From an optimization exercise on the open Yosys and OpenROAD flow, aimed at small area, a short achievable clock period and few clock cycles; shortcuts taken in it are not production practice.
At most, simulation tests tie the RTL to the original design; equivalence was not proved.
Power figures rest on the tool's default switching activity, not on a simulated workload.

## exp/raven
## qsc_decoder
module qsc_decoder (
    input  wire        clk,
    input  wire        rst,
    input  wire        cmd_valid,
    output wire        cmd_ready,
    input  wire [5:0]  cmd_width_m1,
    input  wire [5:0]  cmd_lines_m1,
    input  wire        cmd_hist_reset,
    input  wire [14:0] cmd_nbytes,
    input  wire [7:0]  cmd_fill,
    input  wire        in_valid,
    output wire        in_ready,
    input  wire [7:0]  in_data,
    output wire        out_valid,
    input  wire        out_ready,
    output wire [7:0]  out_pix,
    output wire        done,
    output wire [2:0]  status
);
==> flow/config.mk <==
export PLATFORM = sky130hd
export DESIGN_NAME = qsc_decoder
export DESIGN_NICKNAME = qsc_decoder
export VERILOG_FILES = /design/flow/design.v
export SDC_FILE = /design/flow/constraint.sdc
export NUM_CORES = 4
export LEC_CHECK = 0
export CAP_MARGIN = 20
export CORE_MARGIN = 2
export CORE_UTILIZATION = 40
export SETUP_SLACK_MARGIN = 4
export SLEW_MARGIN = 20
==> flow/constraint.sdc <==
create_clock -name core_clock -period 12.0 [get_ports {clk}]
set_input_delay 2.4000 -clock core_clock [delete_from_list [all_inputs] [get_ports {clk}]]
set_output_delay 2.4000 -clock core_clock [all_outputs]
set_load 0.01 [all_outputs]
run.sh (not shown) runs the stock make flow with config.mk's settings and CLKGATE_MAP_FILE= SYNTH_SCRIPT=/design/flow/synth_recipe.tcl, a recipe that flattens the netlist after the stock synthesis.
Inputs modified between exp/raven and exp/quartz:
Settings: CORE_UTILIZATION: 40 -> 55.
### Flow results
Comparing exp/quartz against exp/raven, there is no change at all in combined area of all synthesized cells.
The number of buffers added by the clock tree synthesis step reported for exp/quartz is smaller than that of exp/raven by 5.
Of the two values seen for launch point of the worst path, a_r[5] was produced by exp/raven and c_r[0] by exp/quartz.
In exp/quartz relative to exp/raven, die span in y had gone down by more than 10%.
### exp/quartz -> exp/lagoon
Settings: CTS_CLUSTER_SIZE newly set to 30; CORE_UTILIZATION changed from 55 to 40; CTS_CLUSTER_DIAMETER newly set to 100.
### Flow results
- On share of final layout cell area taken by non-clock buffers, exp/lagoon and exp/quartz are neck and neck.
- [compare] base=exp/quartz new=exp/lagoon: total length of routed met3 wires went down by 1.4 mm; total wire length went down by 3.6 mm.
- Diff exp/quartz -> exp/lagoon: count of cells resized by post-cts repair +7.5%, clock share of power -12 points, worst clock skew +24 ps, combinational power share +5.1 points, post-route minimum period -32 ps.
- Looking at worst-case register-to-register setup slack, exp/lagoon sits above exp/quartz.
--- input diff exp/lagoon..exp/xenon ---
Settings: SETUP_SLACK_MARGIN changed from 4 to 4.3; CTS_CLUSTER_DIAMETER removed (was 100); CTS_CLUSTER_SIZE removed (was 30).
Notes after the runs:
Looking at number of cells traversed by the worst register-to-register path, exp/xenon sits 3 below exp/lagoon.
Run comparison: exp/lagoon origin of the worst setup path b_r[0]; exp/xenon origin of the worst setup path c_r[5]
Going from exp/lagoon to exp/xenon, total instance count after detailed placement held steady; power density relative to cell area grew by 13%; vias per cell shrank by 0.060.
| non-clock buffer count | lower: exp/lagoon |
exp/xenon vs. exp/lagoon: final period demand of the worst path lost 96 ps; worst path arrival time lost 40 ps; count of nets after finishing picked up an extra 2.0%.
Between exp/lagoon and exp/xenon, the worst path required time is higher for exp/xenon.
Function was not checked in any run of this note: the RTL went through the layout flow alone.

Another version of the RTL of qsc_decoder (not shown whole).
For scale: about 4100 cells after synthesis, ~64 I/O pins, about 52000 sq um of cells after synthesis.
make LEC_CHECK=0 CAP_MARGIN=20 CORE_MARGIN=2 CORE_UTILIZATION=40 CTS_CLUSTER_DIAMETER=80 CTS_CLUSTER_SIZE=24 SETUP_SLACK_MARGIN=5 SLEW_MARGIN=20 TNS_END_PERCENT=30 finish   # period 12.0 ns
The first run produced a clean layout.
Testbench counts at the start, summed over its fixed seeds: cycles 146,447.
Edit:
==> flow/flow/run.sh (new file) <==
#!/bin/bash
set -euo pipefail
sed -E 's/SETUP_SLACK_MARGIN=[-0-9.]+/SETUP_SLACK_MARGIN=6.5/' standard.sh > standard_margin.sh
grep -q 'SETUP_SLACK_MARGIN=6.5' standard_margin.sh
bash standard_margin.sh > standard.log 2>&1
==> flow/standard.sh (new file) <==
#!/bin/bash
# synth_recipe.tcl (not shown) runs the flow's synth.tcl, then flattens the netlist and writes it again
# the make line also repeats each setting of config.mk as NAME=value (left out here)
make -C /OpenROAD-flow-scripts/flow DESIGN_CONFIG=/design/flow/config.mk WORK_HOME=/design/flow/orfs CLKGATE_MAP_FILE= SYNTH_SCRIPT=/design/flow/synth_recipe.tcl "${@:-finish}"
- TNS_END_PERCENT: 30 -> unset
removed: flow/run.sh
Result: Final cell count climbs by 4.2%. Area after synthesis is unchanged. Clock skew climbs by 21 ps. Power climbs by 12%. Wire length climbs by about 5%. Design area climbs by 9.6%. Clock power climbs by about 9%.
Edit:
==> flow/run.sh (new file) <==
#!/bin/bash
# synth_recipe.tcl (not shown) runs the flow's synth.tcl, then flattens the netlist and writes it again
# the make line also repeats each setting of config.mk as NAME=value (left out here)
make -C /OpenROAD-flow-scripts/flow DESIGN_CONFIG=/design/flow/config.mk WORK_HOME=/design/flow/orfs CLKGATE_MAP_FILE= SYNTH_SCRIPT=/design/flow/synth_recipe.tcl finish
- CTS_BUF_LIST: unset -> sky130_fd_sc_hd__clkbuf_8 sky130_fd_sc_hd__clkbuf_16
- CTS_CLUSTER_DIAMETER: 80 -> 60
- CTS_CLUSTER_SIZE: 24 -> 30
removed: flow/flow/run.sh
removed: flow/standard.sh
After rerunning: The changed run passed the timing, design-rule and antenna checks. Die area does not change. Non-clock buffer count fell by 224. Power shrinks slightly.
Edit:
- CAP_MARGIN: 20 -> 0
- CTS_BUF_LIST: sky130_fd_sc_hd__clkbuf_8 sky130_fd_sc_hd__clkbuf_16 -> unset
- CTS_CLUSTER_DIAMETER: 60 -> 80
- CTS_CLUSTER_SIZE: 30 -> 24
- SLEW_MARGIN: 20 -> 0
Final cell count fell by 1.3%.
Maximum frequency hardly moves.
Global-route usage shrinks by 0.33 points.
Hold slack gets better by 5.7 ps.
Setup slack gets worse by 5.1 ps.
Flip-flop and latch count stays the same.
Total power shrinks by 10%.

Setup of onyx:
Another version of the RTL of qsc_decoder (not shown whole).
Size: about 1100 flip-flops.
==> flow/design.v (excerpt) <==
module qsc_decoder (
    input  wire        clk,
    input  wire        rst,
    input  wire        cmd_valid,
    output wire        cmd_ready,
    input  wire [5:0]  cmd_width_m1,
    input  wire [5:0]  cmd_lines_m1,
    input  wire        cmd_hist_reset,
    input  wire [14:0] cmd_nbytes,
    input  wire [7:0]  cmd_fill,
    input  wire        in_valid,
    output wire        in_ready,
    input  wire [7:0]  in_data,
    output wire        out_valid,
    input  wire        out_ready,
    output wire [7:0]  out_pix,
    output wire        done,
    output wire [2:0]  status
);
make LEC_CHECK=0 CAP_MARGIN=20 CORE_MARGIN=2 CORE_UTILIZATION=40 CTS_CLUSTER_DIAMETER=80 CTS_CLUSTER_SIZE=24 SETUP_SLACK_MARGIN=4 SLEW_MARGIN=20 finish   # period 12.0 ns
Stock flow here: none of the scripts above is used.
Testbench counts of onyx, summed over its fixed seeds: cycles 146,447.
Here is what was changed in the inputs of ember compared with onyx.
-- flow/config.mk --
<<< onyx, line 11
export CTS_CLUSTER_DIAMETER = 80
export CTS_CLUSTER_SIZE = 24
export SETUP_SLACK_MARGIN = 4
export SLEW_MARGIN = 20
>>> ember, line 11
export CTS_CLUSTER_DIAMETER = 80
export CTS_CLUSTER_SIZE = 24
export SETUP_SLACK_MARGIN = 4.5
export SLEW_MARGIN = 20
Notes after the runs:
- Against onyx, non-clock buffer count in ember rose by more than a quarter.
- ember against onyx: final critical path time including I/O delays and setup has decreased, fraction of the cycle the final worst path needs has decreased, total power has increased, initial antenna violation count has remained practically unchanged.
- Relative to onyx, post-CTS setup buffer count increased by 27 in ember.
--- input diff ember..violet ---
-- flow/config.mk --
<<< ember, line 9
export CORE_MARGIN = 2
export CORE_UTILIZATION = 40
export CTS_CLUSTER_DIAMETER = 80
export CTS_CLUSTER_SIZE = 24
export SETUP_SLACK_MARGIN = 4.5
export SLEW_MARGIN = 20
>>> violet, line 9
export CORE_MARGIN = 2
export CORE_UTILIZATION = 40
export CTS_CLUSTER_DIAMETER = 100
export CTS_CLUSTER_SIZE = 30
export SETUP_SLACK_MARGIN = 4
export SLEW_MARGIN = 20
Results
Between violet and ember, power dissipated in combinational cells is lower for violet, ember comes in above that. Looking at clock network fraction of total power, violet sits 2.1 points lower than ember does. Compared with ember, violet shows net switching power of the design that has gone down by a few percent.
Inputs modified between violet and harbor:
-- flow/config.mk --
<<< violet, line 9
export CORE_MARGIN = 2
export CORE_UTILIZATION = 40
export CTS_CLUSTER_DIAMETER = 100
export CTS_CLUSTER_SIZE = 30
export SETUP_SLACK_MARGIN = 4
export SLEW_MARGIN = 20
>>> harbor, line 9
export CORE_MARGIN = 2
export CORE_UTILIZATION = 40
export CTS_CLUSTER_DIAMETER = 80
export CTS_CLUSTER_SIZE = 24
export SETUP_SLACK_MARGIN = 5
export SLEW_MARGIN = 20
==> run notes <==
- harbor ends up with a growth of design area from synthesis to finish that is 4.4 points higher than in violet.
- Comparing violet against harbor, there is no change at all in number of cells on the critical path.
- harbor can be clocked faster than violet.
- Note that the internal portion of total power recorded for violet amounts to 0.936 times the value seen in harbor.
- Worst reg-to-reg setup slack (lower): violet
- violet and harbor ended up with roughly the same sequential power.
- The run showing the smaller clock-buffer cell count is violet.
- harbor vs violet — routed wire length rose 6.7 mm.
- Between violet and harbor, the difference in worst hold margin is negligible.
- Comparing global-route usage for violet and harbor, the bigger number came from harbor.

qsc_decoder, a different RTL version from the one above (not shown whole).
For scale: ~4,100 cells after synthesis, ~1,100 flip-flops, roughly 64 I/O pins, roughly 52,000 µm² of cells after synthesis.
clock: 12.0 ns
lec_check: 0
abc_clock_period_in_ps: 6000
cap_margin: 20
core_margin: 2
core_utilization: 40
setup_slack_margin: 4
slew_margin: 20
The starting point completed with no timing, DRC or antenna violations.
==> next run, changes <==
- ABC_CLOCK_PERIOD_IN_PS: 6000 -> 5000
- SETUP_SLACK_MARGIN: 4 -> 5
After rerunning: Area after synthesis stays the same. Via count rises by 8.1%. Final cell count rises by 5.4%. Final area rises by 9.9%. Power rises by 14%.
Function was not checked in any run of this note: the RTL went through the layout flow alone.

## build 45
qsc_decoder with an RTL version that a note above also has.
For scale: roughly 4100 cells after synthesis, roughly 1100 flip-flops, about 64 I/O pins, ~52000 um2 of cells after synthesis.
Settings: LEC_CHECK=0, CAP_MARGIN=20, CORE_MARGIN=2, CORE_UTILIZATION=40, CTS_CLUSTER_DIAMETER=80, CTS_CLUSTER_SIZE=24, PLACE_DENSITY=0.75, SETUP_SLACK_MARGIN=5, SLEW_MARGIN=20; clock period 12.0 ns.
Testbench counts of build 45, summed over its fixed seeds: cycles 146,447.
Here is what was changed in the inputs of build 90 compared with build 45.
- setting TNS_END_PERCENT to 5 for the first time
- removing PLACE_DENSITY (formerly 0.75)
[summary]
Across build 45 and build 90, the outcome is the same: a clean finish for every run. When build 90 is set beside build 45, its area taken by multi-input logic gates turns out to be 68 um2 smaller. Ratio of cells with drive above 1 in the final layout delta for build 90 relative to build 45: 0.25 points lower. Build 90 vs build 45: number of buffers created by CTS down slightly. Higher slew of the pin with the lowest slew margin goes to build 45 over build 90. Delta (build 90 minus build 45): portion of total power attributed to the clock network -0.6 points, worst path setup slack after routing -97 ps, number of antenna violations at the first check in global routing ~0 delta, final wirelength +3900 um, net switching power of the design ~0 delta. Build 90 against build 45; clock power is down by a few percent. The final reports for build 90 and build 45 show overall power consumption lower in the former.
Input changes introduced in build 72 (baseline for comparison: build 90):
- CTS_CLUSTER_SIZE changed from 24 to 32
- CTS_CLUSTER_DIAMETER changed from 80 to 70
- TNS_END_PERCENT removed (was 5)
Notes after the runs:
Build 72: done, clean on timing, DRC and antenna. Compared with build 90, number of cell instances on the worst register-to-register path in build 72 decreased by a few percent. Summary of the comparison: number of setup buffers added after CTS is higher in build 72, relative to build 90. Delta (build 72 minus build 90): area growth from synthesis to layout went up; via count went up; minimum setup slack in the final design went up; count of non-CTS buffers in the layout went up; non-filler instance count after layout went up.
Input-level comparison between build 25 and build 72:
- swapping 70 for 80 in CTS_CLUSTER_DIAMETER
- swapping 32 for 24 in CTS_CLUSTER_SIZE
Results
Diff build 72 -> build 25: total via count after detailed routing went down 203; H-tree level count has decreased. Build 72 -> build 25: placement-stage cell area delta 0, exact match. Route | build 25 vs build 72 | wire shorter in build 25. Summary of build 25 over build 72: number of non-clock buffers in the layout up 1.6%, worst slew margin relative to its limit up 1.8 points, met2 usage down 0.36 points, ratio of cells with drive above 1 in the final layout down 1.2 points.
Relative to build 25, the following input files were edited for build 6:
- changing CAP_MARGIN from 20 to 10
- changing SLEW_MARGIN from 20 to 10
Notes after the runs:
Each of the runs, namely build 25 and build 6, reached the end of the flow and came out clean.
Cell leakage power delta (build 6 -> build 25): insignificant
In the metrics for build 25 and build 6, the one carrying the lower number of iterations in the first detailed-routing pass is build 25.
Worst-case setup margin in the final layout on build 6 is behind build 25.

Another version of the RTL of qsc_decoder (not shown whole).
Size: about 1100 flip-flops, ~55000 um^2 of cells after synthesis.
==> flow/config.mk <==
export PLATFORM = sky130hd
export DESIGN_NAME = qsc_decoder
export DESIGN_NICKNAME = qsc_decoder
export VERILOG_FILES = /design/flow/design.v
export SDC_FILE = /design/flow/constraint.sdc
export NUM_CORES = 4
export LEC_CHECK = 0
export CAP_MARGIN = 20
export CORE_MARGIN = 2
export CORE_UTILIZATION = 40
export SETUP_SLACK_MARGIN = 3
export SLEW_MARGIN = 20
==> flow/constraint.sdc <==
create_clock -name core_clock -period 12.0 [get_ports {clk}]
set_input_delay 2.4000 -clock core_clock [delete_from_list [all_inputs] [get_ports {clk}]]
set_output_delay 2.4000 -clock core_clock [all_outputs]
set_load 0.01 [all_outputs]
Next try:
Settings changed: SETUP_SLACK_MARGIN 3 to 4.
After rerunning: The new run passed the timing, design-rule and antenna checks. Setup slack improves by 690 ps. Worst hold slack barely changes. Synthesized area stays the same. Global-route usage goes up by 0.27 points. Utilization grows by 0.98 points. Cell count came out higher slightly. Non-clock buffer count climbs by 84. Sequential share of layout area decreases by 1.1 points. Cell area grows by a few percent.
Function was not checked in any run of this note: the RTL went through the layout flow alone.

## wip/zinc
qsc_decoder, a different RTL version from the one above (not shown whole).
For scale: ~5,700 cells after synthesis, about 1,100 flip-flops, about 64 I/O pins, about 55,000 um^2 of cells after synthesis.
// qsc_decoder
module qsc_decoder (
    input  wire        clk,
    input  wire        rst,
    input  wire        cmd_valid,
    output wire        cmd_ready,
    input  wire [5:0]  cmd_width_m1,
    input  wire [5:0]  cmd_lines_m1,
    input  wire        cmd_hist_reset,
    input  wire [14:0] cmd_nbytes,
    input  wire [7:0]  cmd_fill,
    input  wire        in_valid,
    output wire        in_ready,
    input  wire [7:0]  in_data,
    output wire        out_valid,
    input  wire        out_ready,
    output wire [7:0]  out_pix,
    output wire        done,
    output wire [2:0]  status
);
clock: 12.0 ns
lec_check: 0
abc_clock_period_in_ps: 6000
cap_margin: 20
core_margin: 2
core_utilization: 40
setup_slack_margin: 4
slew_margin: 20
Testbench counts of wip/zinc, summed over its fixed seeds: cycles 148,898.
diff inputs: wip/zinc => wip/cedar
Settings: removing ABC_CLOCK_PERIOD_IN_PS (formerly 6000); removing SETUP_SLACK_MARGIN (formerly 4).
Notes after the runs:
- On wip/cedar: post-detailed-route wirelength per cell is 0.40 um lower than what wip/zinc gave.
- Core utilization: wip/cedar lower than wip/zinc
- Minimum clock period in wip/cedar vs wip/zinc: up 1.92 ns
- The maximum frequency from static timing analysis number comes out higher for wip/zinc vs wip/cedar.
- Between wip/zinc and wip/cedar, worst setup slack after layout decreased.
The inputs of wip/yarrow differ from those of wip/cedar as listed below.
Settings: SETUP_SLACK_MARGIN now 5, previously not set; ABC_CLOCK_PERIOD_IN_PS now 5000, previously not set; CORE_UTILIZATION now 60, was 40.
==> comparison <==
- wip/yarrow can be clocked faster than wip/cedar.
- | area of all placed cells without fillers | wip/yarrow vs wip/cedar | worse |
- Against wip/cedar as the reference, wip/yarrow delivers a higher leakage power figure.
- The via count in wip/cedar is 0.919 times that in wip/yarrow.
- Power after layout is lower on wip/cedar

re-timing with driven ports:
In the flow no input, the clock included, has a driving cell. The finished layouts below were timed again as built, in two steps.
Step 1 assumes that a clkbuf_16 drives the clock port and a buf_2 every other input.
Step 2 adds t to the input delays and takes it off the output delays; t is the mean of the earliest and latest rising clock arrival at the registers after step 1. Input paths then give back, and output paths get back, about the clock's delay inside the block.
a / b / c = no drivers / after step 1 / after step 2; a / b = the first two.
run | t (ns) | slack for setup (ns) | worst hold slack (ns) | clock arrival spread, ns | worst data-port slew with drivers (ns)
exp/raven | 0.801 | 4.350 / 4.350 / 4.350 | 0.358 / 0.358 / 0.358 | 0.085 / 0.084 | 0.16
exp/quartz | 0.768 | 4.288 / 4.288 / 4.288 | 0.411 / 0.411 / 0.411 | 0.040 / 0.040 | 0.05
exp/lagoon | 0.734 | 4.320 / 4.320 / 4.320 | 0.381 / 0.381 / 0.381 | 0.065 / 0.065 | 0.18
exp/xenon | 0.801 | 4.415 / 4.415 / 4.415 | 0.359 / 0.359 / 0.359 | 0.082 / 0.082 | 0.18
the first run of note 2 | 0.762 | 5.234 / 5.234 / 5.222 | 0.395 / 0.395 / 0.395 | 0.064 / 0.064 | 0.13
the second run of note 2 | 0.770 | 5.575 / 5.575 / 5.530 | 0.378 / 0.378 / 0.378 | 0.083 / 0.083 | 0.13
the third run of note 2 | 0.787 | 5.225 / 5.225 / 5.225 | 0.392 / 0.392 / 0.392 | 0.052 / 0.052 | 0.12
the fourth run of note 2 | 0.764 | 5.220 / 5.220 / 5.220 | 0.397 / 0.397 / 0.397 | 0.066 / 0.065 | 0.12
onyx | 0.763 | 4.353 / 4.353 / 4.353 | 0.372 / 0.372 / 0.372 | 0.080 / 0.080 | 0.06
ember | 0.758 | 4.677 / 4.677 / 4.603 | 0.385 / 0.385 / 0.385 | 0.085 / 0.084 | 0.04
violet | 0.740 | 4.321 / 4.321 / 4.321 | 0.353 / 0.353 / 0.353 | 0.095 / 0.095 | 0.06
harbor | 0.763 | 4.995 / 4.995 / 4.886 | 0.350 / 0.350 / 0.350 | 0.100 / 0.101 | 0.15
the first run of note 4 | 0.796 | 4.191 / 4.191 / 4.191 | 0.378 / 0.378 / 0.378 | 0.073 / 0.073 | 0.06
the second run of note 4 | 0.799 | 4.627 / 4.627 / 4.627 | 0.384 / 0.384 / 0.384 | 0.086 / 0.086 | 0.06
build 45 | 0.754 | 5.287 / 5.287 / 5.287 | 0.396 / 0.396 / 0.396 | 0.056 / 0.056 | 0.15
build 90 | 0.762 | 5.190 / 5.190 / 5.190 | 0.397 / 0.397 / 0.397 | 0.065 / 0.065 | 0.13
build 72 | 0.780 | 5.276 / 5.276 / 5.276 | 0.395 / 0.395 / 0.395 | 0.052 / 0.051 | 0.12
build 25 | 0.762 | 5.254 / 5.254 / 5.254 | 0.396 / 0.396 / 0.396 | 0.065 / 0.065 | 0.13
build 6 | 0.764 | 5.220 / 5.220 / 5.220 | 0.397 / 0.397 / 0.397 | 0.066 / 0.065 | 0.12
the first run of note 6 | 0.812 | 3.545 / 3.545 / 3.545 | 0.371 / 0.371 / 0.371 | 0.101 / 0.101 | 0.09
the second run of note 6 | 0.813 | 4.230 / 4.230 / 4.230 | 0.370 / 0.370 / 0.370 | 0.102 / 0.102 | 0.08
wip/zinc | 0.816 | 4.006 / 4.006 / 4.006 | 0.394 / 0.394 / 0.394 | 0.119 / 0.119 | 0.05
wip/cedar | 0.827 | 2.088 / 2.088 / 2.088 | 0.392 / 0.392 / 0.392 | 0.125 / 0.124 | 0.05
wip/yarrow | 0.793 | 4.024 / 4.024 / 4.024 | 0.399 / 0.399 / 0.399 | 0.074 / 0.075 | 0.07
After both steps setup and hold are still met in every run listed. For harbor, which loses most, drivers alone change the setup slack by 0.000 ns; drivers and shift together by -0.109 ns.
